What follows belongs to an exercise in optimizing a design on an open flow for small area, a short achievable clock period and few clock cycles per item; a production flow would make more cautious choices.
The RTL was checked by simulation tests, not by an equivalence proof against the original design.
Power is estimated from default activity; no workload was simulated.

File: flow/design.v
module conf_fdiv (
    input  wire               clk,
    input  wire               rst,
    input  wire               start,
    input  wire        [14:0] r0,
    input  wire        [31:0] q0,
    input  wire        [3:0]  cycles,
    input  wire               neg,
    input  wire        [14:0] divisor,
    output reg                busy,
    output wire signed [32:0] quot,
    output wire        [14:0] rem
);
    reg [14:0] r;
    reg [31:0] q;
    reg [14:0] d;
    reg [16:0] d3;
    reg        ng;
    reg [3:0]  cnt;
    function [16:0] step4;    
        input [14:0] rr;
        input [1:0]  b;
        input [14:0] dd;
        input [16:0] dd3;
        reg   [16:0] t;
        reg   [17:0] s1, s2, s3;
        begin
            t  = {rr, b};
            s1 = {1'b0, t} - {3'b0, dd};
            s2 = {1'b0, t} - {2'b0, dd, 1'b0};
            s3 = {1'b0, t} - {1'b0, dd3};
            if (!s3[17])      step4 = {2'd3, s3[14:0]};
            else if (!s2[17]) step4 = {2'd2, s2[14:0]};
            else if (!s1[17]) step4 = {2'd1, s1[14:0]};
            else              step4 = {2'd0, t[14:0]};
        end
    endfunction
    wire [16:0] s_hi = step4(r,           q[31:30], d, d3);
    wire [16:0] s_lo = step4(s_hi[14:0],  q[29:28], d, d3);
    always @(posedge clk) begin
        if (rst) begin
            busy <= 1'b0;
        end else if (start) begin
            r    <= r0;
            q    <= q0;
            d    <= divisor;
            d3   <= {2'b0, divisor} + {1'b0, divisor, 1'b0};
            ng   <= neg;
            cnt  <= cycles;
            busy <= 1'b1;
        end else if (busy) begin
            r   <= s_lo[14:0];
            q   <= {q[27:0], s_hi[16:15], s_lo[16:15]};
            cnt <= cnt - 4'd1;
            if (cnt == 4'd1) busy <= 1'b0;
        end
    end
    wire rnz = (r != 15'd0);
    assign quot = !ng ? $signed({1'b0, q}) :
                  rnz ? $signed(~{1'b0, q}) : -$signed({1'b0, q});
    assign rem  = (ng && rnz) ? (d - r) : r;
endmodule
module conf_raymap (
    input  wire        clk,
    input  wire        rst,
    input  wire [12:0] cfg_hogels_x,
    input  wire [12:0] cfg_hogels_y,
    input  wire [4:0]  cfg_views_u,
    input  wire [4:0]  cfg_views_v,
    input  wire [1:0]  cfg_lens_type,
    input  wire [1:0]  cfg_layout,
    input  wire [1:0]  cfg_view_flip,
    input  wire [7:0]  cfg_slant_p,
    input  wire [4:0]  cfg_slant_q,
    input  wire [14:0] cfg_pitch_x,
    input  wire [14:0] cfg_pitch_y,
    input  wire        req_valid,
    output wire        req_ready,
    input  wire [15:0] req_px,
    input  wire [15:0] req_py,
    input  wire [1:0]  req_k,
    output wire        map_req,
    output wire [23:0] map_addr,
    input  wire        map_ack,
    input  wire [63:0] map_data,
    output wire        res_valid,
    input  wire        res_ready,
    output wire [1:0]  res_kind,
    output wire [29:0] res_ray,
    output wire [1:0]  res_colour
);
    localparam [1:0] K_MAPPED = 2'd0, K_UNMAPPED = 2'd1, K_BLACK = 2'd2;
    reg [12:0] c_hx, c_hy;
    reg [4:0]  c_nu, c_nv;
    reg [1:0]  c_lens, c_lay, c_flip;
    reg [5:0]  c_pabs;
    reg        c_pneg;
    reg [4:0]  c_q;
    reg [14:0] c_px, c_py;
    reg [8:0]  c_nuv;
    reg [18:0] c_b256, c_b768;    
    wire [7:0] pneg_in = 8'd0 - cfg_slant_p;
    always @(posedge clk) begin
        if (rst) begin
            c_hx   <= cfg_hogels_x;
            c_hy   <= cfg_hogels_y;
            c_nu   <= cfg_views_u;
            c_nv   <= cfg_views_v;
            c_lens <= cfg_lens_type;
            c_lay  <= cfg_layout;
            c_flip <= cfg_view_flip;
            c_pneg <= cfg_slant_p[7];
            c_pabs <= cfg_slant_p[7] ? pneg_in[5:0] : cfg_slant_p[5:0];
            c_q    <= cfg_slant_q;
            c_px   <= cfg_pitch_x;
            c_py   <= cfg_pitch_y;
            c_nuv  <= cfg_views_u * cfg_views_v;
            c_b256 <= {cfg_pitch_x, 4'd0} - 19'd1;
            c_b768 <= {cfg_pitch_x, 4'd0} - 19'd3;
        end
    end
    wire        lens0 = (c_lens == 2'd0);
    wire        lens1 = (c_lens == 2'd1);
    wire        lens2 = (c_lens == 2'd2);
    wire        mode3 = !lens1 && c_lay[1];
    wire [13:0] hpx   = c_px[14:1];
    wire [13:0] hpy   = c_py[14:1];
    reg  [15:0] q_px [0:1];
    reg  [15:0] q_py [0:1];
    reg  [1:0]  q_k  [0:1];
    reg  [1:0]  q_li [0:1];
    reg  [2:0]  q_oh [0:1];
    reg  [16:0] q_pm [0:1];    
    reg  [1:0]  q_cnt;
    wire [1:0]  n_li = mode3 ? req_k : 2'd0;
    wire [2:0]  n_oh = !mode3 ? 3'b001 : (req_k == 2'd0) ? 3'b001 : (req_k == 2'd1) ? 3'b010 : 3'b100;
    wire [16:0] n_pm = {1'b0, req_px} - 17'd1;
    assign req_ready = (q_cnt != 2'd2);
    wire   push = req_valid && req_ready;
    wire   pop;
    always @(posedge clk) begin
        if (rst) begin
            q_cnt <= 2'd0;
        end else begin
            if (pop) begin
                q_px[0] <= q_px[1]; q_py[0] <= q_py[1]; q_k[0] <= q_k[1];
                q_li[0] <= q_li[1]; q_pm[0] <= q_pm[1]; q_oh[0] <= q_oh[1];
            end
            if (push) begin
                if (q_cnt == 2'd0 || (q_cnt == 2'd1 && pop)) begin
                    q_px[0] <= req_px; q_py[0] <= req_py; q_k[0] <= req_k;
                    q_li[0] <= n_li; q_pm[0] <= n_pm; q_oh[0] <= n_oh;
                end else begin
                    q_px[1] <= req_px; q_py[1] <= req_py; q_k[1] <= req_k;
                    q_li[1] <= n_li; q_pm[1] <= n_pm; q_oh[1] <= n_oh;
                end
            end
            q_cnt <= q_cnt + {1'b0, push} - {1'b0, pop};
        end
    end
    wire        hv    = (q_cnt != 2'd0);
    wire [15:0] h_px  = q_px[0];
    wire [15:0] h_py  = q_py[0];
    wire [1:0]  h_k   = q_k[0];
    wire [1:0]  h_li  = q_li[0];
    wire [2:0]  h_oh  = q_oh[0];
    wire [16:0] h_pm  = q_pm[0];
    wire [1:0]  h_col = c_lay[0] ? (2'd2 - h_k) : h_k;
    wire [25:0] h_px768 = {h_px, 9'd0} + {1'b0, h_px, 8'd0};
    wire [25:0] h_x0 = (lens1 || c_lay[1]) ? (h_px768 + 26'd384)
                                           : (h_px768 + {15'd0, h_k, 8'd0} + 26'd128);
    wire [7:0]  h_k85 = {h_k, 6'd0} + {2'd0, h_k, 4'd0} + {4'd0, h_k, 2'd0} + {6'd0, h_k};
    wire [23:0] h_y  = mode3 ? ({h_py, 8'd0} + 24'd43 + {16'd0, h_k85})
                             : ({h_py, 8'd0} + 24'd128);
    reg         dx_start, dy_start;
    reg  [14:0] dx_r0, dy_r0, dx_d, dy_d;
    reg  [31:0] dx_q0, dy_q0;
    reg  [3:0]  dx_cyc, dy_cyc;
    reg         dx_neg, dy_neg;
    wire        dx_busy, dy_busy;
    wire signed [32:0] dx_quot, dy_quot;
    wire [14:0] dx_rem, dy_rem;
    conf_fdiv u_dx (.clk(clk), .rst(rst), .start(dx_start), .r0(dx_r0), .q0(dx_q0),
                    .cycles(dx_cyc), .neg(dx_neg), .divisor(dx_d),
                    .busy(dx_busy), .quot(dx_quot), .rem(dx_rem));
    conf_fdiv u_dy (.clk(clk), .rst(rst), .start(dy_start), .r0(dy_r0), .q0(dy_q0),
                    .cycles(dy_cyc), .neg(dy_neg), .divisor(dy_d),
                    .busy(dy_busy), .quot(dy_quot), .rem(dy_rem));
    reg         m_start;
    reg  [23:0] m_ain;
    reg  [12:0] m_bin;
    reg  [31:0] m_acc, m_a;
    reg  [12:0] m_b;
    reg         m_busy;
    always @(posedge clk) begin
        if (rst) begin
            m_busy <= 1'b0;
        end else if (m_start) begin
            m_acc  <= 32'd0;
            m_a    <= {8'd0, m_ain};
            m_b    <= m_bin;
            m_busy <= (m_bin != 13'd0);
        end else if (m_busy) begin
            m_acc <= m_acc + (m_b[0] ? m_a : 32'd0) + (m_b[1] ? {m_a[30:0], 1'b0} : 32'd0)
                           + (m_b[2] ? {m_a[29:0], 2'b0} : 32'd0);
            m_a   <= {m_a[28:0], 3'b000};
            m_b   <= {3'b000, m_b[12:3]};
            if (m_b[12:3] == 10'd0) m_busy <= 1'b0;
        end
    end
    reg [25:0] k256q, k768q;
    reg [14:0] k256r, k768r;
    reg [14:0] k256c, k768c;    
    reg [24:0] kdyq;
    reg [14:0] kdyr;
    reg signed [15:0] kdsq;
    reg [4:0]  kdsr;
    reg         l_v    [0:2];
    reg  [15:0] l_px   [0:2];
    reg  [1:0]  l_k    [0:2];
    reg  [15:0] l_py   [0:2];
    reg  signed [32:0] l_x [0:2];
    reg         l_axv  [0:2];
    reg  [27:0] l_axq  [0:2];
    reg  [14:0] l_axr  [0:2];
    reg         l_yunm [0:2];
    reg  [11:0] l_hy   [0:2];
    reg  [15:0] l_ylow [0:2];
    reg  [14:0] l_yr   [0:2];
    reg  [23:0] l_rb   [0:2];
    reg  signed [31:0] l_s [0:2];    
    reg  [4:0]  l_sr   [0:2];
    reg         l_ayv  [0:2];        
    reg         l_may  [0:2];        
    reg         c_v    [0:2];
    reg  [23:0] c_tag  [0:2];
    reg         c_blk  [0:2];
    reg  signed [11:0] c_rot [0:2];
    reg  signed [11:0] c_scl [0:2];
    reg  signed [32:0] c_eaq [0:2];
    reg  [14:0] c_ear  [0:2];
    reg  signed [32:0] c_ebq [0:2];
    reg  [14:0] c_ebr  [0:2];
    reg  [29:0] c_rb   [0:2];
    reg         c_wide [0:2];    
    localparam [3:0] S_PRE = 4'd0, S_PREW = 4'd1, S_RUN = 4'd2,
                     S_LR0 = 4'd3, S_LR1 = 4'd4, S_LR2 = 4'd5, S_LR3 = 4'd6,
                     S_AXR = 4'd7, S_AXW = 4'd8, S_PRE2 = 4'd9, S_RS0 = 4'd10,
                     S_RS1 = 4'd11, S_LR2B = 4'd12, S_AXC = 4'd13, S_AXC2 = 4'd14,
                     S_PRE3 = 4'd15;
    reg [3:0] state;
    reg         t_yout, t_rbok, t_lr;
    reg  [1:0]  t_c3;
    reg  [11:0] t_ohy;
    localparam [1:0] FE_IDLE = 2'd0, FE_RD = 2'd1, FE_ST = 2'd2, FE_W = 2'd3;
    reg  [1:0]  fe;
    reg         f_pf;
    wire        lr_want;
    wire        fe_yield = (fe == FE_IDLE) || (f_pf && fe == FE_W);
    wire        fe_abort;
    wire        fe_start;
    reg  [23:0] f_idx, f_tag;
    reg  [1:0]  f_slot, last_cs;
    reg         f_blk;
    reg  signed [11:0] f_rot, f_scl;
    reg  signed [15:0] f_dx, f_dy;
    wire        L_v = (h_oh[0] & l_v[0]) | (h_oh[1] & l_v[1]) | (h_oh[2] & l_v[2]);
    wire [15:0] L_px = ({16{h_oh[0]}} & l_px[0]) | ({16{h_oh[1]}} & l_px[1]) | ({16{h_oh[2]}} & l_px[2]);
    wire [1:0]  L_k = ({2{h_oh[0]}} & l_k[0]) | ({2{h_oh[1]}} & l_k[1]) | ({2{h_oh[2]}} & l_k[2]);
    wire [15:0] L_py = ({16{h_oh[0]}} & l_py[0]) | ({16{h_oh[1]}} & l_py[1]) | ({16{h_oh[2]}} & l_py[2]);
    wire signed [32:0] L_x = $signed(({33{h_oh[0]}} & l_x[0]) | ({33{h_oh[1]}} & l_x[1]) | ({33{h_oh[2]}} & l_x[2]));
    wire        L_axv = (h_oh[0] & l_axv[0]) | (h_oh[1] & l_axv[1]) | (h_oh[2] & l_axv[2]);
    wire [27:0] L_axq = ({28{h_oh[0]}} & l_axq[0]) | ({28{h_oh[1]}} & l_axq[1]) | ({28{h_oh[2]}} & l_axq[2]);
    wire [14:0] L_axr = ({15{h_oh[0]}} & l_axr[0]) | ({15{h_oh[1]}} & l_axr[1]) | ({15{h_oh[2]}} & l_axr[2]);
    wire        L_yunm = (h_oh[0] & l_yunm[0]) | (h_oh[1] & l_yunm[1]) | (h_oh[2] & l_yunm[2]);
    wire [11:0] L_hy = ({12{h_oh[0]}} & l_hy[0]) | ({12{h_oh[1]}} & l_hy[1]) | ({12{h_oh[2]}} & l_hy[2]);
    wire [15:0] L_ylow = ({16{h_oh[0]}} & l_ylow[0]) | ({16{h_oh[1]}} & l_ylow[1]) | ({16{h_oh[2]}} & l_ylow[2]);
    wire [14:0] L_yr = ({15{h_oh[0]}} & l_yr[0]) | ({15{h_oh[1]}} & l_yr[1]) | ({15{h_oh[2]}} & l_yr[2]);
    wire [23:0] L_rb = ({24{h_oh[0]}} & l_rb[0]) | ({24{h_oh[1]}} & l_rb[1]) | ({24{h_oh[2]}} & l_rb[2]);
    wire signed [31:0] L_s = $signed(({32{h_oh[0]}} & l_s[0]) | ({32{h_oh[1]}} & l_s[1]) | ({32{h_oh[2]}} & l_s[2]));
    wire [4:0]  L_sr = ({5{h_oh[0]}} & l_sr[0]) | ({5{h_oh[1]}} & l_sr[1]) | ({5{h_oh[2]}} & l_sr[2]);
    wire        L_ayv = (h_oh[0] & l_ayv[0]) | (h_oh[1] & l_ayv[1]) | (h_oh[2] & l_ayv[2]);
    wire        L_may = (h_oh[0] & l_may[0]) | (h_oh[1] & l_may[1]) | (h_oh[2] & l_may[2]);
    wire        s_same = (h_px == L_px) && (h_k == L_k);
    wire        s_nk   = !mode3 && (h_px == L_px) && (h_k == L_k + 2'd1);
    wire        s_np   = (h_pm == {1'b0, L_px}) && (mode3 || (h_k == 2'd0 && L_k == 2'd2));
    wire        lhit   = L_v && (h_py == L_py) && (s_same || s_nk || s_np);
    wire        u256   = !lens1 && (s_nk || (s_np && !mode3));
    wire        u768   = s_np && (mode3 || lens1);
    wire        c256 = (L_axr >= k256c);
    wire        c768 = (L_axr >= k768c);
    wire [14:0] ar256 = c256 ? (L_axr - k256c) : (L_axr + k256r);
    wire [14:0] ar768 = c768 ? (L_axr - k768c) : (L_axr + k768r);
    wire [27:0] aq256a = L_axq + {2'd0, k256q};
    wire [27:0] aq256b = L_axq + {2'd0, k256q} + 28'd1;
    wire [27:0] aq768a = L_axq + {2'd0, k768q};
    wire [27:0] aq768b = L_axq + {2'd0, k768q} + 28'd1;
    wire [27:0] aq256 = c256 ? aq256b : aq256a;
    wire [27:0] aq768 = c768 ? aq768b : aq768a;
    wire [27:0] axq_n = u256 ? aq256 : u768 ? aq768 : L_axq;
    wire [14:0] axr_n = u256 ? ar256 : u768 ? ar768 : L_axr;
    wire signed [32:0] x256 = L_x + 33'sd256;
    wire signed [32:0] x768 = L_x + 33'sd768;
    wire signed [32:0] xn   = u256 ? x256 : u768 ? x768 : L_x;
    wire        inr0   = !L_x[32] && (L_x[32:12] < {6'd0, c_px});
    wire        inr256 = ($signed(L_x[32:8]) >= -25'sd1) && ($signed(L_x[32:8]) < $signed({6'd0, c_b256}));
    wire        inr768 = ($signed(L_x[32:8]) >= -25'sd3) && ($signed(L_x[32:8]) < $signed({6'd0, c_b768}));
    wire        inr    = u256 ? inr256 : u768 ? inr768 : inr0;
    wire        need_ax = !L_yunm && inr && !L_axv;
    reg         v_r2;
    reg         r2_unm;
    reg  [11:0] r2_hx, r2_hy;
    reg  [15:0] r2_xlow, r2_ylow;
    reg  [14:0] r2_xr, r2_yr;
    reg  [23:0] r2_rb;
    reg  [1:0]  r2_col, r2_li;
    wire        r2_free;
    reg         t_nax;
    wire        r1_go = ((state == S_RUN && !L_may) || (state == S_AXC2 && !t_nax))
                        && hv && lhit && r2_free;
    assign pop = r1_go;
    function may_f;
        input signed [32:0] xv;
        begin
            may_f = xv[32] && (xv[32:10] == {23{1'b1}}) && (xv[9:8] != 2'b00);
        end
    endfunction
    wire        hxbig = ({1'b0, r2_hx} >= c_hx);
    wire        unm2  = r2_unm || hxbig;
    wire [23:0] tag   = {r2_hy, r2_hx};
    wire        ch0   = c_v[0] && (c_tag[0] == tag);
    wire        ch1   = c_v[1] && (c_tag[1] == tag);
    wire        ch2   = c_v[2] && (c_tag[2] == tag);
    wire        chit  = ch0 || ch1 || ch2;
    wire [1:0]  cs    = ch0 ? 2'd0 : ch1 ? 2'd1 : 2'd2;
    wire        e_free;
    wire        r2_emit = v_r2 && (unm2 || chit) && e_free;
    wire        r2_miss = v_r2 && !unm2 && !chit;
    assign r2_free = !v_r2 || r2_emit;
    always @(posedge clk) begin
        if (rst) begin
            v_r2 <= 1'b0;
        end else if (r1_go) begin
            v_r2 <= 1'b1;
        end else if (r2_emit) begin
            v_r2 <= 1'b0;
        end
        if (r1_go) begin
            r2_unm  <= L_yunm || !inr;
            r2_hx   <= axq_n[27:16];
            r2_hy   <= L_hy;
            r2_xlow <= axq_n[15:0];
            r2_xr   <= axr_n;
            r2_ylow <= L_ylow;
            r2_yr   <= L_yr;
            r2_rb   <= L_rb;
            r2_col  <= h_col;
            r2_li   <= h_li;
        end
    end
    wire        yout_c = (h_y >= {c_py, 12'd0});
    wire [11:0] hy_c   = dy_quot[27:16];
    wire signed [32:0] x_c = $signed({7'd0, h_x0}) - L_s
                             - ((lens2 && L_hy[0]) ? $signed({19'd0, hpx}) : 33'sd0);
    wire        rs_ok  = L_v && L_ayv && ({1'b0, h_py} == {1'b0, L_py} + 17'd1);
    wire [15:0] ys     = {1'b0, L_yr} + {1'b0, kdyr};
    wire        cy     = (ys >= {1'b0, c_py});
    wire [14:0] yr_n   = cy ? (ys[14:0] - c_py) : ys[14:0];
    wire [28:0] ay_na  = {1'b0, L_hy, L_ylow} + {4'd0, kdyq};
    wire [28:0] ay_nb  = {1'b0, L_hy, L_ylow} + {4'd0, kdyq} + 29'd1;
    wire [28:0] ay_n   = cy ? ay_nb : ay_na;
    wire [11:0] hy_n   = ay_n[27:16];
    wire [5:0]  ss     = {1'b0, L_sr} + {1'b0, kdsr};
    wire        csl    = (ss >= {1'b0, c_q});
    wire [4:0]  sr_n   = csl ? (ss[4:0] - c_q) : ss[4:0];
    wire signed [31:0] s_na = L_s + kdsq;
    wire signed [31:0] s_nb = L_s + kdsq + 32'sd1;
    wire signed [31:0] s_n  = csl ? s_nb : s_na;
    wire        hy_same = (L_hy == t_ohy);
    wire        hy_inc  = (L_hy == t_ohy + 12'd1);
    wire [23:0] rb_inc  = L_rb + {11'd0, c_hx};
    wire [16:0] r3w     = {1'b0, k256r, 1'b0} + {2'b0, k256r};
    wire [1:0]  c3      = (r3w >= {1'b0, c_px, 1'b0}) ? 2'd2 : (r3w >= {2'b0, c_px}) ? 2'd1 : 2'd0;
    wire [16:0] px3     = {2'b0, c_px} + {1'b0, c_px, 1'b0};
    wire [16:0] k3c     = ((t_c3 == 2'd2) ? px3 : (t_c3 == 2'd1) ? {1'b0, c_px, 1'b0} : {2'b0, c_px}) - r3w;
    wire        lx_inr = !L_x[32] && (L_x < $signed({6'd0, c_px, 12'd0}));
    wire signed [16:0] cxa     = $signed({3'd0, hpx}) + f_dx;
    wire signed [16:0] cya     = $signed({3'd0, hpy}) + f_dy;
    wire [16:0] cxn = 17'd0 - cxa;
    wire [16:0] cyn = 17'd0 - cya;
    wire [15:0] cxm = cxa[16] ? cxn[15:0] : cxa[15:0];
    wire [15:0] cym = cya[16] ? cyn[15:0] : cya[15:0];
    wire        cxs = (cxm < {1'b0, c_px});    
    wire        cys = (cym < {1'b0, c_py});
    always @(*) begin
        dx_start = 1'b0; dx_r0 = 15'd0; dx_q0 = 32'd0; dx_cyc = 4'd7; dx_neg = 1'b0; dx_d = c_px;
        dy_start = 1'b0; dy_r0 = 15'd0; dy_q0 = 32'd0; dy_cyc = 4'd7; dy_neg = 1'b0; dy_d = c_py;
        m_start  = 1'b0; m_ain = 24'd0; m_bin = 13'd0;
        case (state)
            S_PRE: begin
                dx_start = 1'b1; dx_q0 = 32'h1000_0000;
                dy_start = 1'b1; dy_q0 = 32'h1000_0000;
            end
            S_PREW: if (!dx_busy && !dy_busy) begin
                dx_start = lens0; dx_q0 = {2'd0, c_pabs, 8'd0, 16'd0}; dx_cyc = 4'd4;
                dx_neg = c_pneg; dx_d = {10'd0, c_q};
            end
            S_LR0: begin
                dy_start = !yout_c;
                dy_r0 = {3'd0, h_y[23:12]}; dy_q0 = {h_y[11:0], 20'd0};
                m_start = lens0; m_ain = h_y; m_bin = {7'd0, c_pabs};
            end
            S_LR1: begin
                dx_start = !m_busy;
                dx_q0 = m_acc; dx_cyc = 4'd8; dx_neg = c_pneg; dx_d = {10'd0, c_q};
            end
            S_LR2B: begin
                dx_start = !L_yunm && lx_inr;
                dx_r0 = L_x[26:12]; dx_q0 = {L_x[11:0], 20'd0};
                m_start = !L_yunm && !t_rbok; m_ain = {11'd0, c_hx}; m_bin = {1'b0, L_hy};
            end
            S_AXR: begin
                dx_start = 1'b1;
                dx_r0 = L_x[26:12]; dx_q0 = {L_x[11:0], 20'd0};
            end
            default: ;
        endcase
        if (fe_start) begin
                dx_start = 1'b1; dx_neg = !cxa[16] && (cxa != 17'sd0);
                if (cxs) begin dx_r0 = cxm[14:0]; dx_cyc = 4'd4; end
                else     begin dx_q0 = {cxm, 16'd0}; dx_cyc = 4'd8; end
                dy_start = 1'b1; dy_neg = !cya[16] && (cya != 17'sd0);
                if (cys) begin dy_r0 = cym[14:0]; dy_cyc = 4'd4; end
                else     begin dy_q0 = {cym, 16'd0}; dy_cyc = 4'd8; end
                m_start = 1'b1; m_ain = f_idx; m_bin = {4'd0, c_nuv};
        end
    end
    integer i, j;
    always @(posedge clk) begin
        if (rst) begin
            state <= S_PRE;
            for (i = 0; i < 3; i = i + 1) begin
                l_v[i] <= 1'b0;
            end
        end else begin
            if (r1_go) begin
                l_px[h_li]  <= h_px;
                l_k[h_li]   <= h_k;
                l_x[h_li]   <= xn;
                l_axq[h_li] <= axq_n;
                l_axr[h_li] <= axr_n;
                l_axv[h_li] <= L_axv && inr;
                l_may[h_li] <= !(L_axv && inr) && !L_yunm && may_f(xn);
            end
            case (state)
                S_PRE:  state <= S_PREW;
                S_PREW: if (!dx_busy && !dy_busy) begin
                    k256q <= dx_quot[25:0]; k256r <= dx_rem;
                    kdyq  <= dy_quot[24:0]; kdyr  <= dy_rem;
                    state <= S_PRE2;
                end
                S_PRE2: begin
                    t_c3  <= c3;
                    state <= S_PRE3;
                end
                S_PRE3: if (!dx_busy) begin
                    k256c <= c_px - k256r;
                    k768c <= k3c[14:0];
                    k768q <= {k256q[24:0], 1'b0} + k256q + {24'd0, t_c3};
                    k768r <= r3w[14:0] - ((t_c3 == 2'd2) ? {c_px[13:0], 1'b0} : (t_c3 == 2'd1) ? c_px : 15'd0);
                    kdsq  <= lens0 ? dx_quot[15:0] : 16'sd0;
                    kdsr  <= lens0 ? dx_rem[4:0] : 5'd0;
                    state <= S_RUN;
                end
                S_RUN: begin
                    if (hv && !lhit && fe_yield) begin
                        state <= rs_ok ? S_RS0 : S_LR0;
                    end else if (hv && lhit && L_may) begin
                        state      <= S_AXC;
                    end
                end
                S_AXC: begin
                    t_nax <= need_ax;
                    state <= S_AXC2;
                end
                S_AXC2: begin
                    if (t_nax) begin
                        if (fe_yield) begin
                            l_px[h_li] <= h_px;
                            l_k[h_li]  <= h_k;
                            l_x[h_li]  <= xn;
                            state      <= S_AXR;
                        end
                    end else if (r1_go) begin
                        state <= S_RUN;
                    end
                end
                S_LR0: begin
                    t_yout <= yout_c;
                    state  <= lens0 ? S_LR1 : S_LR2;
                end
                S_LR1: if (!m_busy) state <= S_LR2;
                S_LR2: if (!dx_busy && !dy_busy) begin
                    l_py[h_li]   <= h_py;
                    l_ayv[h_li]  <= !t_yout;
                    l_hy[h_li]   <= hy_c;
                    l_ylow[h_li] <= dy_quot[15:0];
                    l_yr[h_li]   <= dy_rem;
                    l_s[h_li]    <= lens0 ? dx_quot[31:0] : 32'sd0;
                    l_sr[h_li]   <= lens0 ? dx_rem[4:0] : 5'd0;
                    t_lr         <= 1'b1;
                    state        <= S_RS1;
                end
                S_RS0: begin
                    l_py[h_li]   <= h_py;
                    l_ayv[h_li]  <= !ay_n[28];
                    l_hy[h_li]   <= hy_n;
                    l_ylow[h_li] <= ay_n[15:0];
                    l_yr[h_li]   <= yr_n;
                    l_s[h_li]    <= lens0 ? s_n : 32'sd0;
                    l_sr[h_li]   <= sr_n;
                    t_ohy        <= L_hy;
                    t_lr         <= 1'b0;
                    state        <= S_RS1;
                end
                S_RS1: begin
                    l_yunm[h_li] <= !L_ayv || ({1'b0, L_hy} >= c_hy);
                    l_px[h_li]   <= h_px;
                    l_k[h_li]    <= h_k;
                    l_x[h_li]    <= x_c;
                    if (!t_lr && hy_inc) l_rb[h_li] <= rb_inc;
                    t_rbok       <= !t_lr && (hy_same || hy_inc);
                    state        <= S_LR2B;
                end
                S_LR2B: begin
                    l_axv[h_li]  <= lx_inr && !L_yunm;
                    l_may[h_li]  <= !lx_inr && !L_yunm && may_f(L_x);
                    state        <= S_LR3;
                end
                S_LR3: if (!dx_busy && !m_busy) begin
                    l_v[h_li]    <= 1'b1;
                    l_axq[h_li]  <= dx_quot[27:0];
                    l_axr[h_li]  <= dx_rem;
                    if (!t_rbok) l_rb[h_li] <= m_acc[23:0];
                    state        <= S_RUN;
                end
                S_AXR: state <= S_AXW;
                S_AXW: if (!dx_busy) begin
                    l_axv[h_li] <= 1'b1;
                    l_may[h_li] <= 1'b0;
                    l_axq[h_li] <= dx_quot[27:0];
                    l_axr[h_li] <= dx_rem;
                    state       <= S_RUN;
                end
                default: state <= S_PRE;
            endcase
        end
    end
    wire [11:0] nhx    = r2_hx + 12'd1;
    wire [23:0] ntag   = {r2_hy, nhx};
    wire        nh0    = c_v[0] && (c_tag[0] == ntag);
    wire        nh1    = c_v[1] && (c_tag[1] == ntag);
    wire        nh2    = c_v[2] && (c_tag[2] == ntag);
    wire        pf_req = !mode3 && v_r2 && !unm2 && chit && !(nh0 || nh1 || nh2)
                         && ({1'b0, nhx} < c_hx);
    wire [1:0]  cs1    = (cs == 2'd2) ? 2'd0 : cs + 2'd1;
    wire [1:0]  lcs1   = (last_cs == 2'd2) ? 2'd0 : last_cs + 2'd1;
    wire [1:0]  dem_slot = mode3 ? r2_li : lcs1;
    wire        dem_ok   = !(v1 && e_cs == dem_slot);
    wire        pf_ok    = !(v1 && e_cs == cs1);
    wire        abort    = fe_abort;
    wire [11:0] chx      = f_tag[11:0] + 12'd1;
    wire [23:0] ctag     = {f_tag[23:12], chx};
    wire [1:0]  cvict    = (f_slot == 2'd2) ? 2'd0 : f_slot + 2'd1;
    wire        cch      = (c_v[0] && c_tag[0] == ctag) || (c_v[1] && c_tag[1] == ctag)
                           || (c_v[2] && c_tag[2] == ctag);
    wire        cvbusy   = (cvict == 2'd0) ? ch0 : (cvict == 2'd1) ? ch1 : ch2;
    wire        chain_ok = !mode3 && !f_pf && ({1'b0, chx} < c_hx) && !cch && (state == S_RUN)
                           && !(v1 && e_cs == cvict) && !(v_r2 && cvbusy);
    assign lr_want  = hv && (!lhit || L_may);
    assign fe_abort = ((state == S_RUN && lr_want) || (state == S_AXC2 && t_nax)) && f_pf && (fe == FE_W);
    assign fe_start = (fe == FE_ST) && !f_blk && (state == S_RUN || state == S_AXC || state == S_AXC2);
    always @(posedge clk) begin
        if (rst) begin
            fe      <= FE_IDLE;
            last_cs <= 2'd0;
            for (j = 0; j < 3; j = j + 1) begin
                c_v[j] <= 1'b0;
            end
        end else begin
            if (r2_emit && !unm2) last_cs <= cs;
            case (fe)
                FE_IDLE: if (r2_miss) begin
                    if (dem_ok) begin
                        f_pf   <= 1'b0;
                        f_idx  <= r2_rb + {12'd0, r2_hx};
                        f_tag  <= tag;
                        f_slot <= dem_slot;
                        c_v[dem_slot] <= 1'b0;
                        fe     <= FE_RD;
                    end
                end else if (pf_req && state == S_RUN && pf_ok) begin
                    f_pf   <= 1'b1;
                    f_idx  <= r2_rb + {12'd0, nhx};
                    f_tag  <= ntag;
                    f_slot <= cs1;
                    c_v[cs1] <= 1'b0;
                    fe     <= FE_RD;
                end
                FE_RD: if (map_ack) begin
                    f_dx  <= map_data[15:0];
                    f_dy  <= map_data[31:16];
                    f_blk <= map_data[56];
                    f_rot <= map_data[43:32];
                    f_scl <= map_data[55:44];
                    fe    <= FE_ST;
                end
                FE_ST: begin
                    if (fe_start || f_blk) fe <= FE_W;
                end
                FE_W: begin
                    if (r2_miss && tag == f_tag) f_pf <= 1'b0;
                    if (!f_blk && (dx_busy || dy_busy || m_busy)) begin
                        if (abort || (f_pf && r2_miss && tag != f_tag)) fe <= FE_IDLE;
                    end else begin
                        c_tag[f_slot] <= f_tag;
                        c_blk[f_slot] <= f_blk;
                        c_rot[f_slot] <= f_rot;
                        c_scl[f_slot] <= f_scl;
                        c_eaq[f_slot] <= dx_quot;
                        c_ear[f_slot] <= dx_rem;
                        c_ebq[f_slot] <= dy_quot;
                        c_ebr[f_slot] <= dy_rem;
                        c_rb[f_slot]  <= m_acc[29:0];
                        c_wide[f_slot] <= !((dx_quot[32:17] == {16{dx_quot[32]}}) && !(!dx_quot[32] && dx_quot[16]))
                                       || !((dy_quot[32:17] == {16{dy_quot[32]}}) && !(!dy_quot[32] && dy_quot[16]));
                        c_v[f_slot]   <= 1'b1;
                        if (chain_ok) begin
                            f_pf        <= 1'b1;
                            f_tag       <= ctag;
                            f_idx       <= f_idx + 24'd1;
                            f_slot      <= cvict;
                            c_v[cvict]  <= 1'b0;
                            fe          <= FE_RD;
                        end else begin
                            fe          <= FE_IDLE;
                        end
                    end
                end
                default: fe <= FE_IDLE;
            endcase
        end
    end
    assign map_req  = (fe == FE_RD);
    assign map_addr = f_idx;
    reg  vsk;
    wire en = !vsk;
    reg  v1, v2, v3, v4, v5;
    reg  ph;
    reg  [1:0]  e_kind, e_col, e_cs;
    reg  [15:0] e_xlow, e_ylow;
    reg  [14:0] e_xr, e_yr;
    reg  [1:0]  a_kind, a_col;
    reg  signed [33:0] a_a, a_b;
    reg  signed [11:0] a_rot, a_scl;
    reg  [29:0] a_rb;
    reg         wide_a;
    wire hold   = v2 && wide_a && !ph;
    wire e_adv  = en && !hold;
    assign e_free = !v1 || e_adv;
    always @(posedge clk) begin
        if (rst) begin
            v1 <= 1'b0;
        end else if (r2_emit) begin
            v1 <= 1'b1;
        end else if (e_adv) begin
            v1 <= 1'b0;
        end
        if (r2_emit) begin
            e_kind <= unm2 ? K_UNMAPPED : (c_blk[cs] ? K_BLACK : K_MAPPED);
            e_col  <= r2_col;
            e_cs   <= cs;
            e_xlow <= r2_xlow;
            e_xr   <= r2_xr;
            e_ylow <= r2_ylow;
            e_yr   <= r2_yr;
        end
    end
    wire [15:0] ca_s = {1'b0, e_xr} + {1'b0, c_ear[e_cs]};
    wire [15:0] cb_s = {1'b0, e_yr} + {1'b0, c_ebr[e_cs]};
    wire        ca   = (ca_s >= {1'b0, c_px});
    wire        cb   = (cb_s >= {1'b0, c_py});
    reg         a_ca, a_cb, a_lo;
    reg  signed [17:0] a_mA, a_mB;
    wire signed [33:0] sum_a = $signed({18'd0, e_xlow}) + c_eaq[e_cs];
    wire signed [33:0] sum_b = $signed({18'd0, e_ylow}) + c_ebq[e_cs];
    wire        nwide = (e_kind == K_MAPPED) && c_wide[e_cs];
    always @(posedge clk) begin
        if (rst) begin
            v2 <= 1'b0;
        end else if (e_adv) begin
            v2 <= v1;
        end
        if (e_adv) begin
            a_kind <= e_kind;
            a_col  <= e_col;
            a_a    <= sum_a;
            a_b    <= sum_b;
            a_mA   <= nwide ? $signed({sum_a[33], sum_a[33:17]}) : sum_a[17:0];
            a_mB   <= nwide ? $signed({sum_b[33], sum_b[33:17]}) : sum_b[17:0];
            a_lo   <= !nwide;
            a_ca   <= ca;
            a_cb   <= cb;
            a_rot  <= c_rot[e_cs];
            a_scl  <= c_scl[e_cs];
            a_rb   <= c_rb[e_cs];
            wide_a <= nwide;
        end else if (en && hold) begin
            a_mA   <= $signed({1'b0, a_a[16:0]});
            a_mB   <= $signed({1'b0, a_b[16:0]});
            a_lo   <= 1'b1;
        end
    end
    wire        lo_pass = a_lo;
    wire signed [17:0] m_A = a_mA;
    wire signed [17:0] m_B = a_mB;
    wire signed [12:0] sc1 = $signed({a_scl[11], a_scl});
    wire signed [35:0] pya = (lo_pass && a_ca) ? 36'sd65536 + sc1 : 36'sd0;
    wire signed [35:0] pyb = (lo_pass && a_cb) ? 36'sd65536 + sc1 : 36'sd0;
    wire signed [35:0] pra = (lo_pass && a_ca) ? $signed({{24{a_rot[11]}}, a_rot}) : 36'sd0;
    wire signed [35:0] prb = (lo_pass && a_cb) ? $signed({{24{a_rot[11]}}, a_rot}) : 36'sd0;
    wire signed [35:0] off = lo_pass ? 36'sd2147483648 : 36'sd0;
    wire signed [35:0] px1 = ($signed({{18{m_A[17]}}, m_A}) <<< 16) + a_scl * m_A + pya + off;
    wire signed [30:0] px2 = a_rot * m_B + $signed(prb[30:0]);
    wire signed [35:0] py1 = ($signed({{18{m_B[17]}}, m_B}) <<< 16) + a_scl * m_B + pyb + off;
    wire signed [30:0] py2 = a_rot * m_A + $signed(pra[30:0]);
    reg  signed [35:0] q_x1, q_y1;
    reg  signed [30:0] q_x2, q_y2;
    reg         q_hi;
    reg  signed [35:0] hi_a, hi_b;
    reg  [1:0]  p_kind, p_col;
    reg         p_wide;
    reg  [29:0] p_rb;
    always @(posedge clk) begin
        if (rst) begin
            v3   <= 1'b0;
            ph   <= 1'b0;
            q_hi <= 1'b0;
        end else if (en) begin
            q_hi <= hold;
            if (hold) begin
                v3 <= 1'b0;
                ph <= 1'b1;
            end else begin
                v3 <= v2;
                ph <= 1'b0;
            end
        end
        if (en) begin
            q_x1 <= px1;
            q_x2 <= px2;
            q_y1 <= py1;
            q_y2 <= py2;
            if (!hold) begin
                p_kind <= a_kind;
                p_col  <= a_col;
                p_wide <= wide_a;
                p_rb   <= a_rb;
            end
        end
    end
    wire signed [35:0] pa = q_x1 - q_x2;
    wire signed [35:0] pb = q_y1 + q_y2;
    always @(posedge clk) begin
        if (en && q_hi) begin
            hi_a <= pa;
            hi_b <= pb;
        end
    end
    wire signed [53:0] ta  = p_wide ? (($signed({{18{hi_a[35]}}, hi_a}) <<< 17) + q_x1 - q_x2)
                                    : $signed({{18{pa[35]}}, pa});
    wire signed [53:0] tb  = p_wide ? (($signed({{18{hi_b[35]}}, hi_b}) <<< 17) + q_y1 + q_y2)
                                    : $signed({{18{pb[35]}}, pb});
    reg  [1:0]  s_kind, s_col;
    reg         s_ua, s_oa, s_ub, s_ob;
    reg  [15:0] s_va, s_vb;
    reg  [29:0] s_rb;
    always @(posedge clk) begin
        if (rst) begin
            v4 <= 1'b0;
        end else if (en) begin
            v4 <= v3;
        end
        if (en) begin
            s_kind <= p_kind;
            s_col  <= p_col;
            s_ua   <= ta[53];
            s_oa   <= !ta[53] && (ta[52:32] != 21'd0);
            s_va   <= ta[31:16];
            s_ub   <= tb[53];
            s_ob   <= !tb[53] && (tb[52:32] != 21'd0);
            s_vb   <= tb[31:16];
            s_rb   <= p_rb;
        end
    end
    wire [20:0] upm = s_va * c_nu;
    wire [20:0] vpm = s_vb * c_nv;
    wire [3:0]  nu1 = c_nu[3:0] - 4'd1;
    wire [3:0]  nv1 = c_nv[3:0] - 4'd1;
    wire [3:0]  up  = s_ua ? 4'd0 : s_oa ? nu1 : upm[19:16];
    wire [3:0]  vp  = s_ub ? 4'd0 : s_ob ? nv1 : vpm[19:16];
    wire [3:0]  vu  = c_flip[0] ? (nu1 - up) : up;
    wire [3:0]  vv  = c_flip[1] ? (nv1 - vp) : vp;
    reg  [1:0]  w_kind, w_col;
    reg  [3:0]  w_vu, w_vv;
    reg  [29:0] w_rb;
    always @(posedge clk) begin
        if (rst) begin
            v5 <= 1'b0;
        end else if (en) begin
            v5 <= v4;
        end
        if (en) begin
            w_kind <= s_kind;
            w_col  <= s_col;
            w_vu   <= vu;
            w_vv   <= vv;
            w_rb   <= s_rb;
        end
    end
    wire [8:0]  w_vvnu = w_vv * c_nu;
    wire [29:0] w_ray = (w_kind == K_MAPPED) ? (w_rb + {21'd0, w_vvnu} + {26'd0, w_vu}) : 30'd0;
    reg         vo;
    reg  [1:0]  o_kind, o_col, k_kind, k_col;
    reg  [29:0] o_ray, k_ray;
    wire        o_free = !vo || res_ready;
    always @(posedge clk) begin
        if (rst) begin
            vo  <= 1'b0;
            vsk <= 1'b0;
        end else if (vsk) begin
            if (o_free) begin
                vo  <= 1'b1;
                vsk <= 1'b0;
            end
        end else if (o_free) begin
            vo <= v5;
        end else if (v5) begin
            vsk <= 1'b1;
        end
        if (vsk) begin
            if (o_free) begin
                o_kind <= k_kind; o_col <= k_col; o_ray <= k_ray;
            end
        end else if (o_free) begin
            o_kind <= w_kind; o_col <= w_col; o_ray <= w_ray;
        end else begin
            k_kind <= w_kind; k_col <= w_col; k_ray <= w_ray;
        end
    end
    assign res_valid  = vo;
    assign res_kind   = o_kind;
    assign res_ray    = o_ray;
    assign res_colour = o_col;
endmodule
File: flow/flow/run.sh
#!/bin/bash
# Standard layout, with timing repair aiming well below the clock period.
set -euo pipefail
export SETUP_SLACK_MARGIN=${MARGIN:-12}
bash standard.sh > standard.log 2>&1
File: flow/standard.sh
#!/bin/bash
# synth_recipe.tcl (not shown) runs the flow's synth.tcl, then flattens the netlist and writes it again
# the make line also repeats each setting of config.mk as NAME=value (left out here)
make -C /OpenROAD-flow-scripts/flow DESIGN_CONFIG=/design/flow/config.mk WORK_HOME=/design/flow/orfs CLKGATE_MAP_FILE= SYNTH_SCRIPT=/design/flow/synth_recipe.tcl "${@:-finish}"
File: flow/config.mk
export PLATFORM = sky130hd
export DESIGN_NAME = conf_raymap
export DESIGN_NICKNAME = conf_raymap
export VERILOG_FILES = /design/flow/design.v
export SDC_FILE = /design/flow/constraint.sdc
export NUM_CORES = 4
export LEC_CHECK = 0
export ABC_CLOCK_PERIOD_IN_PS = 5000
export CAP_MARGIN = 20
export CORE_MARGIN = 2
export CORE_UTILIZATION = 40
export SLEW_MARGIN = 20
export TNS_END_PERCENT = 100
File: flow/constraint.sdc
create_clock -name core_clock -period 20.0 [get_ports {clk}]
set_input_delay 4.0000 -clock core_clock [delete_from_list [all_inputs] [get_ports {clk}]]
set_output_delay 4.0000 -clock core_clock [all_outputs]
set_load 0.01 [all_outputs]
==> results of run 1 <==
where the power goes:
part           total, mW  internal (mW)  leakage (nW)  switching [mW]
clock               5.99           3.47          5.10            2.52
combinational       13.1           5.09          60.1            7.98
sequential          7.73           7.20          25.4           0.523
total               26.8           15.8          90.6            11.0
cells by family (layout without fill, tap and decap cells):
group	Yosys count	after routing
simple gates	5123	5123
compound gates	3680	3680
fa+ha+maj	2880	2880
buf+inv	2830	3329
flops	2709	2709
xor+xnor	1464	1464
mux	357	357
other cells	0	20
metal layers:
metal | up-vias | track usage | wire, um
li1 | 67200 | - | -
met2 | 4568 | 0.372 | 272000
met1 | 71800 | 0.314 | 261000
met3 | 929 | 0.0289 | 37600
met4 | 10 | 0.0961 | 28800
met5 | - | 0 | 63
worst max-delay path: stages:
cell,delay [ns]
buf_8,0.18
inv_8,0.47
o211ai_1,0.59
nor2_4,0.80
buf_4,0.72
buf_6,0.64
buf_4,0.68
through the flow:
step | cell area (um2) | hold slack, ns | utilization
global placement | 213000 | 0.401 | 0.423
detailed placement | 213000 | 0.405 | 0.423
global route | 224000 | 0.414 | 0.445
finish | 224000 | 0.413 | 0.445
CTS | 224000 | 0.411 | 0.444
floorplan | 203000 | 0.400 | -
registers in the layout, summed over array words and instances (netlist names), 72 cells and up, named ones only:
register,cells
c_eaq,99
c_ebq,99
l_x,99
l_s,96
c_rb,90
l_axq,84
c_tag,72
l_rb,72
final cells by class:
type / count / area [um2]
antenna: 20 / 50.0
clock inverter: 197 / 2320
timing repair buffer: 558 / 4940
clock buffer: 383 / 8320
sequential: 2709 / 81100
fill: 47100 / 280000
multi-input combinational: 13500 / 111000
inverter: 2191 / 8250
tap: 6706 / 8390
cell usage in the layout (no fill, tap or decap), types with 111 or more instances in the layout:
cell type           n
edfxtp_1         2679
inv_1            2183
nand2_1          1748
ha_1             1606
fa_1             1273
nor2_1           1125
xnor2_1           974
a21oi_1           900
o21ai_0           887
and2_1            590
xor2_1            482
clkbuf_16         322
a21o_1            304
buf_4             300
nor3_1            291
mux2i_1           265
nand3_1           250
clkdlybuf4s50_1   239
a222oi_1          181
nor2b_1           175
nand2b_1          172
a211oi_1          161
and3_1            149
o21bai_1          140
o21a_1            140
nand4_1           120
or3_1             114
a22oi_1           112
nor4_1            111
final timing paths:
check                start          end  cells past startpoint
setup / recovery       rst  c_ebr[1][8]                      7
hold / removal    s_rb[26]     w_rb[26]                      0
setup reg to reg   a_mB[9]     q_x2[26]                     21
hold reg to reg   s_rb[26]     w_rb[26]                      0
timing repair:
action                     CTS  global route
gates cloned                 0             0
resized for setup           15            35
setup endpoints to repair   40            71
setup buffers                2            10
==> results.yml, run 1 <==
outcome:
  outcome: "complete, no violations"
power:
  p_per_area_nw_per_um2: 119
  power_leakage_nw: 90.6
  irDropWorstVdd_mv: 0.178
  total_power_mw: 26.8
clock_network:
  cts_tree: "done"
  hold_buffers: 0
  numCtsBuffers: 317
  cts_buffer_depth: 4
  htree_levels: 5
  cts_root_buffer: "clkbuf_16"
  insertion_delay_ns: 1.02
  cts_sinks: 2709
  path_clk_slew_ns: 0.06
synthesis:
  yosys_warnings: 8
  synth_top_cell_by_area: "edfxtp_1"
  synth_compound_area_frac: 0.119
  synth_ff_type: "edfxtp_1"
  synth_xor_xnor_area_share: 0.0634
  synth-seq-cells: 2709
  yosysUniqueCellTypes: 114
  synth_top_area_frac: 0.397
  synth_top_family_by_area: "adder cells"
  yosys-top-cells-area: "edfxtp_1 (40%), fa_1 (13%), ha_1 (9.9%), xnor2_1 (4.2%), inv_1 (4.1%)"
  synth_cells: 19000
  synth_top_cells_by_count: "edfxtp_1 (2679), inv_1 (2189), nand2_1 (1751)"
  yosysMostFrequentCell: "edfxtp_1"
  yosys.area_share.simple: 0.121
  synthesis.nets: 22100
  syn_area_per_cell_um2: 10.6
  netlist_area_um2: 202000
  ys_seq_area_frac: 0.400
  yosys.area_share.adder: 0.225
  synth_edf_count: 2679
  synth.mux.area_fraction: 0.0182
  ys_async_sr_fraction: 0
drt:
  wirelength_um: 600000
  drt-initial-drc-count: 13500
  routedWlPerCell_um: 22.8
  via_count: 144000
  routed_via_density: 5.50
  drt_first_pass_iters: 10
  drc: 0
  ant_nets: 0
die:
  pin_count: 249
  dieArea_um2: 512000
  fp.dieW_um: 715
  coreArea_um2: 505000
  rows: 261
  fp.dieH_um: 715
  start_util: 0.401
sta:
  drv_slew: 0
  timing.final.crit_share: 0.387
  clock-skew-final_ns: 0.105
  postLayoutSetupSlackWorst_ns: 12.27
  fin_crit_ns: 7.73
  worstMarginPinSlew_ns: 1.22
  hold_violations: 0
  setup_viol: 0
  slew_headroom: 0.179
  setup_tns_ns: 0
  rsz0062_at_grt: "false"
  fmax_mhz: 129
critical_path:
  critPathKind: "in -> reg"
  worstSetupStartpointType: "input port"
  critPathRequiredTime_ns: 20.58
  r2r_setup_slack_ns: 12.28
  cp.arrival_ns: 8.32
  cp_max_fo: 71
  endpoint_kind: "flop"
layout:
  fin_cells: 26300
  layout.nets: 22300
  area_growth_pct: 10.9
  drive_gt1_frac: 0.0565
placement:
  dpl.hpwl_um: 450000
  place_inst: 25700
  io_buffer_count: 240
  gp_routability_congestion: 0.940
  post-place-ws_ns: 10.96
global_route:
  grt_max_degree: 113
  grt_pass1_wl_um: 899000
  grt_pass1_vias: 143000
  grt_overflow: 0
  antenna_found_initial: 30
  grt_usage: 0.231
hold_path:
  hp-class: "reg -> reg"
job:
  max_cap_viol_count: 0
Testbench counts, summed over its fixed seeds: cycles 18,113, items 11,520.
==> inputs of run 2 (changes only) <==
==> flow/flow/run.sh (replaced) <==
#!/bin/bash
# Standard layout, with timing repair aiming well below the clock period.
set -euo pipefail
export SETUP_SLACK_MARGIN=${MARGIN:-14}
bash standard.sh > standard.log 2>&1
==> run 2 against run 1 <==
- still clean
- final cell count grew 2.6%
- global-route usage grew 1.2 points
- area after synthesis is the same
- sequential power is essentially flat
- fmax grew 10%
- largest cell class unchanged
- highest routed layer unchanged
==> results.yml, run 2 <==
synthesis:
  synth_edf_count: 2679
  synth_top_area_frac: 0.397
  yosys.area_share.simple: 0.121
  yosys_warnings: 8
  syn_area_per_cell_um2: 10.6
  yosys-top-cells-area: "edfxtp_1 (40%), fa_1 (13%), ha_1 (9.9%), xnor2_1 (4.2%), inv_1 (4.1%)"
  synthesis.nets: 22100
  ys_async_sr_fraction: 0
  synth_top_family_by_area: "adder cells"
  yosys.area_share.adder: 0.225
  netlist_area_um2: 202000
  ys_seq_area_frac: 0.400
  synth_ff_type: "edfxtp_1"
  yosysMostFrequentCell: "edfxtp_1"
  synth.mux.area_fraction: 0.0182
  synth_top_cells_by_count: "edfxtp_1 (2679), inv_1 (2189), nand2_1 (1751)"
  synth_xor_xnor_area_share: 0.0634
  synth-seq-cells: 2709
  synth_top_cell_by_area: "edfxtp_1"
  synth_cells: 19000
  yosysUniqueCellTypes: 114
  synth_compound_area_frac: 0.119
die:
  dieArea_um2: 512000
  coreArea_um2: 505000
  rows: 261
  pin_count: 249
  fp.dieH_um: 715
  fp.dieW_um: 715
  start_util: 0.401
layout:
  area_growth_pct: 17.4
  final_common_cell: "edfxtp_1"
  drive_gt1_frac: 0.129
  layout.nets: 23100
  top_regs: "c_eaq x99, c_ebq x99, l_x x99"
  final_cell_mix: "edfxtp_1 (2679), inv_1 (2130), nand2_1 (1700), ha_1 (1503), fa_1 (1226)"
  stdcell_area_um2: 238000
  final_util: 0.471
  fin_cells: 27000
global_route:
  grt_overflow: 0
  grt_usage: 0.243
  grt_max_degree: 101
  grt_pass1_vias: 147000
  antenna_found_initial: 44
  grt_pass1_wl_um: 941000
critical_path:
  endpoint_kind: "flop"
  cp.arrival_ns: 7.67
  critPathTopFamily: "adder cells"
  critPathRequiredTime_ns: 20.65
  path_buf_inv: 3
  worstSetupStartpointType: "flop"
  cpMaxStageDelayCell: "fa_1"
  path_common_cell: "fa_1"
  critPathKind: "reg -> reg"
  cp_max_fo: 8
  cp_slowest_stage_delay_ns: 0.56
  worstPathCellList: "buf_12, nand2_4, fa_1, fa_1, inv_1, fa_1, fa_1, fa_1, fa_1, ha_1, a21o_1, a21oi_2, nor3b_2, buf_4, nand2b_4, o211ai_1, a311oi_2, o21a_1, o21a_4, o311ai_4, a21oi_2, a311o_1, a21oi_2, xnor2_2"
clock_network:
  cts_root_buffer: "clkbuf_16"
  htree_levels: 5
  hold_buffers: 0
  path_clk_slew_ns: 0.06
  numCtsBuffers: 314
  cts_sinks: 2709
  cts_buffer_depth: 4
  insertion_delay_ns: 1.01
  cts_tree: "done"
drt:
  ant_nets: 0
  drc: 0
  drt_first_pass_iters: 8
  routedWlPerCell_um: 24.0
  wirelength_um: 648000
  drt-initial-drc-count: 15100
  routed_via_density: 5.57
  via_count: 150000
sta:
  fin_hold_ws_ns: 0.405
  setup_viol: 0
  fmax_mhz: 142
  drv_slew: 0
  rsz0062_at_grt: "true"
  fin_crit_ns: 7.02
  setup_tns_ns: 0
  worstMarginPinSlew_ns: 1.26
  hold_violations: 0
  slew_headroom: 0.155
  timing.final.crit_share: 0.351
  clock-skew-final_ns: 0.103
placement:
  place_inst: 25600
  dpl.hpwl_um: 453000
  place_area_um2: 214000
  io_buffer_count: 240
  gp_routability_congestion: 0.950
power:
  irDropWorstVdd_mv: 0.243
  p_per_area_nw_per_um2: 125
  power_leakage_nw: 96.1
hold_path:
  hp-class: "reg -> reg"
job:
  max_cap_viol_count: 0
outcome:
  outcome: "complete, no violations"
[run 2: cell type report]
cell class,count,area (um2)
sequential,2709,81100
fill,45900,267000
antenna,11,27.5
clock inverter,190,2000
tap,6706,8390
multi-input combinational,13500,117000
inverter,2191,8270
timing repair buffer,1259,13100
clock buffer,379,8160
[run 2: worst paths after layout]
kind	endpoint	slack (ns)	depth (start not counted)	startpoint
setup / recovery	q_y1[35]	12.98	24	a_mB[7]
hold / removal	e_xr[12]	0.40	0	r2_xr[12]
setup reg to reg	q_y1[35]	12.98	24	a_mB[7]
hold reg to reg	e_xr[12]	0.40	0	r2_xr[12]
[run 2: per-layer routing]
| metal | global-route usage | share of wire | routed length [um] |
|---|---|---|---|
| met4 | 0.103 | 0.053 | 34200 |
| met3 | 0.0354 | 0.081 | 52300 |
| met2 | 0.391 | 0.45 | 292000 |
| met1 | 0.329 | 0.42 | 269000 |
| met5 | 0 | 0.00016 | 103 |
[run 2: kinds of logic after synthesis]
kind of cell             count (synthesis)
AO/OA/AOI/OAI                         3680
flip-flops                            2709
adder cells (fa/ha/maj)               2880
XOR/XNOR                              1464
buffers and inverters                 2830
AND/OR/NAND/NOR                       5123
multiplexers                           357
[run 2: metrics by stage]
step / setup WS, ns / total power [mW]
2_1_floorplan: 10.68 / 17.0
3_3_place_gp: 11.61 / 20.7
3_5_place_dp: 11.55 / 20.8
4_1_cts: 13.04 / 28.6
5_1_grt: 12.71 / 31.5
6_report: 12.98 / 29.8
[run 2: where the power goes]
part	switching, mW	leakage, nW	internal (mW)
sequential	0.523	25.4	7.20
combinational	9.45	65.8	6.88
clock	2.49	4.91	3.27
total	12.5	96.1	17.4
[run 2: repair_timing]
action | CTS | global route
buffers inserted | 391 | 277
resized for setup | 902 | 642
cloned | 38 | 21
pin swaps | 307 | 458
endpoints found under the setup margin | 1680 | 759
[run 2: worst reg2reg max path, cell delays in order (launching register included)]
cell	delay (ns)
edfxtp_1	0.48
buf_12	0.21
nand2_4	0.10
fa_1	0.45
fa_1	0.52
inv_1	0.05
fa_1	0.56
fa_1	0.44
fa_1	0.55
fa_1	0.44
ha_1	0.32
a21o_1	0.17
a21oi_2	0.15
nor3b_2	0.21
buf_4	0.15
nand2b_4	0.05
o211ai_1	0.30
a311oi_2	0.17
o21a_1	0.23
o21a_4	0.23
o311ai_4	0.26
a21oi_2	0.10
a311o_1	0.29
a21oi_2	0.19
xnor2_2	0.13
==> inputs of run 3 (changes only) <==
==> flow/flow/run.sh (replaced) <==
#!/bin/bash
# Standard layout, with timing repair aiming well below the clock period.
set -euo pipefail
export SETUP_SLACK_MARGIN=${MARGIN:-13}
bash standard.sh > standard.log 2>&1
--- a/flow/config.mk
+++ b/flow/config.mk
@@ -10,3 +10,3 @@
 export CORE_MARGIN = 2
-export CORE_UTILIZATION = 40
+export CORE_UTILIZATION = 50
 export SLEW_MARGIN = 20
==> run 3 against run 2 <==
- largest power group unchanged
- combinational power fell by 12%
- hold slack got worse by 0.0068 ns
- highest routed layer unchanged
- clock-buffer cell count decreased by 11
- sequential cell count unchanged
- still clean on timing, DRC and antenna
- critical path depth stayed put
- sequential power is essentially flat
==> results.yml, run 3 <==
outcome:
  outcome: "complete, no violations"
power:
  total_power_mw: 28.1
  irDropWorstVdd_mv: 0.200
  p_per_area_nw_per_um2: 123
  power_leakage_nw: 92.9
synthesis:
  syn_area_per_cell_um2: 10.6
  synth_top_cells_by_count: "edfxtp_1 (2679), inv_1 (2189), nand2_1 (1751)"
  netlist_area_um2: 202000
  synth-seq-cells: 2709
  synth_ff_type: "edfxtp_1"
  yosysMostFrequentCell: "edfxtp_1"
  yosysUniqueCellTypes: 114
  synth_edf_count: 2679
  synth_top_area_frac: 0.397
  synthesis.nets: 22100
  synth_top_cell_by_area: "edfxtp_1"
  synth_cells: 19000
  ys_async_sr_fraction: 0
  yosys_warnings: 8
  yosys-top-cells-area: "edfxtp_1 (40%), fa_1 (13%), ha_1 (9.9%), xnor2_1 (4.2%), inv_1 (4.1%)"
  ys_seq_area_frac: 0.400
clock_network:
  htree_levels: 5
  path_clk_slew_ns: 0.08
  cts_root_buffer: "clkbuf_16"
  cts_buffer_depth: 4
  numCtsBuffers: 317
  cts_sinks: 2709
  cts_tree: "done"
  insertion_delay_ns: 0.99
drt:
  drt-initial-drc-count: 13800
  routed_via_density: 5.80
  drc: 0
  wirelength_um: 612000
  drt_first_pass_iters: 7
  routedWlPerCell_um: 24.3
  ant_nets: 0
  via_count: 146000
critical_path:
  critPathKind: "reg -> reg"
  endpoint_kind: "flop"
  worstSetupStartpointType: "flop"
  worstPathCellList: "buf_6, buf_12, and2_4, fa_1, fa_1, fa_1, fa_1, fa_1, fa_1, ha_4, a21o_1, a21oi_2, nor3b_2, a21oi_1, or2_4, o211ai_1, a311oi_1, o21a_1, o21a_2, o311ai_4, a21oi_2, a311o_1, a21oi_2, xnor2_2"
  ff2ff_path_depth: 24
  cpMaxStageDelayCell: "fa_1"
  cp_slowest_stage_delay_ns: 0.58
  cp_max_fo: 5
  startpoint: "a_mB[2]"
  cp.arrival_ns: 7.73
  path_common_cell: "fa_1"
  critPathRequiredTime_ns: 20.67
  rr_startpoint: "a_mB[2]"
hold_path:
  min_from: "r2_xlow[0]"
  hp-class: "reg -> reg"
  holdPathStages: 0
sta:
  setup_tns_ns: 0
  worstMarginPinSlew_ns: 1.21
  clock-skew-final_ns: 0.0816
  fmax_mhz: 142
  hold_violations: 0
  slew_headroom: 0.186
  drv_slew: 0
  timing.final.crit_share: 0.353
  rsz0062_at_grt: "true"
  fin_crit_ns: 7.07
  setup_viol: 0
layout:
  area_growth_pct: 12.6
  top_regs: "c_eaq x99, c_ebq x99, l_x x99"
  final_common_cell: "edfxtp_1"
  final_cell_mix: "edfxtp_1 (2679), inv_1 (2176), nand2_1 (1741), ha_1 (1584), fa_1 (1255)"
  layout.nets: 22600
  stdcell_area_um2: 228000
  final_util: 0.566
  fillCellCount: 34800
  drive_gt1_frac: 0.0810
placement:
  gp_routability_congestion: 0.957
  io_buffer_count: 240
  place_area_um2: 212000
  dpl.hpwl_um: 444000
global_route:
  antenna_found_initial: 44
  grt_pass1_wl_um: 902000
  grt_overflow: 0
  grt_pass1_vias: 142000
  grt_usage: 0.292
  grt_max_degree: 119
die:
  pin_count: 249
  start_util: 0.502
  rows: 233
  fp.dieH_um: 640
  coreArea_um2: 403000
  fp.dieW_um: 640
  dieArea_um2: 410000
job:
  max_cap_viol_count: 0
run 3: layer usage:
layer,wire length (um),vias to the layer above,global-route usage
li1,-,67800,-
met1,264000,72300,0.407
met2,269000,5139,0.454
met3,50200,990,0.0534
met4,28400,18,0.111
met5,395,-,0.00461
run 3: through the flow:
stage	std cells	hold WS (ns)	setup slack, ns
after CTS	25000	0.393	12.85
final	25200	0.398	12.93
after global routing	25200	0.412	12.73
after floorplan	19000	0.400	10.68
after global placement	24400	0.401	11.32
after detailed placement	24400	0.405	11.27
run 3: critical path, delay by kind of cell (launching register included):
kind                       cells  cell delay, ns
buffers and inverters          2            0.28
adders and majority gates      7            3.23
DFF                            1            0.38
and+or+nand+nor                3            0.60
xor gates and xnor gates       1            0.16
AOI/OAI and AO/OA             11            2.09
run 3: cell families after synthesis:
kind of cell / synth area share
and+or+nand+nor: 0.121
AOI/OAI and AO/OA: 0.119
adders and majority gates: 0.225
buffers and inverters: 0.0534
DFF: 0.400
xor gates and xnor gates: 0.0634
muxes: 0.0182
run 3: path summary, 6_finish.rpt:
path / endpoint / slack [ns]
setup / recovery: q_y1[35] / 12.93
hold / removal: e_xlow[0] / 0.40
setup reg to reg: q_y1[35] / 12.93
hold reg to reg: e_xlow[0] / 0.40
run 3: repair_timing:
action	in CTS	in global routing
buffers inserted	81	150
endpoints found under the setup margin	431	358
pin swaps	46	141
gates resized for setup	224	295
cloned	23	17
hold endpoints to repair	0	0
hold buffers	0	0
run 3: layout make-up:
class	instances	area (um2)	share of cell area
Antenna cell	16	40.0	0.000176
Clock buffer	368	8170	0.0359
Clock inverter	207	2510	0.0110
Inverter	2191	8260	0.0363
Multi-Input combinational cell	13500	113000	0.495
Sequential cell	2709	81100	0.356
Tap cell	5405	6760	0.0297
Timing Repair Buffer	820	8360	0.0367
run 3: report_power, final:
group          total, mW  internal, mW  switching, mW  leakage, nW
combinational       14.3          5.79           8.54         62.4
clock               6.02          3.51           2.51         5.17
sequential          7.73          7.20          0.526         25.4

-- afterwards: timing with drivers on the ports --
No port has a modelled driver above. Below, the same layouts with a new extraction and two added sets of constraints.
Step 1 sets driving cells, clkbuf_16 on the clock port and buf_2 on the other inputs (assumed; they add their load-dependent delay and slew).
Step 2 times the ports against the registers' clock, not the clock port: input delays grow and output delays shrink by t, the midpoint of the rising clock arrivals with the driver on.
Slacks: ideal / step 1 / step 2; pairs: ideal / step 1.
run | shift t [ns] | setup WS [ns] | worst setup path at the end | latest minus earliest clock arrival (ns)
run 1 | 1.093 | 12.265 / 12.277 / 11.261 | input to register | 0.114 / 0.114
run 2 | 1.088 | 12.977 / 12.977 / 12.977 | register to register | 0.108 / 0.107
run 3 | 1.063 | 12.935 / 12.935 / 12.197 | input to register | 0.082 / 0.082
After both steps setup and hold are still met in every run listed. The setup slack of run 1, which loses most, moves by +0.012 ns with the drivers and by -1.004 ns with both steps.
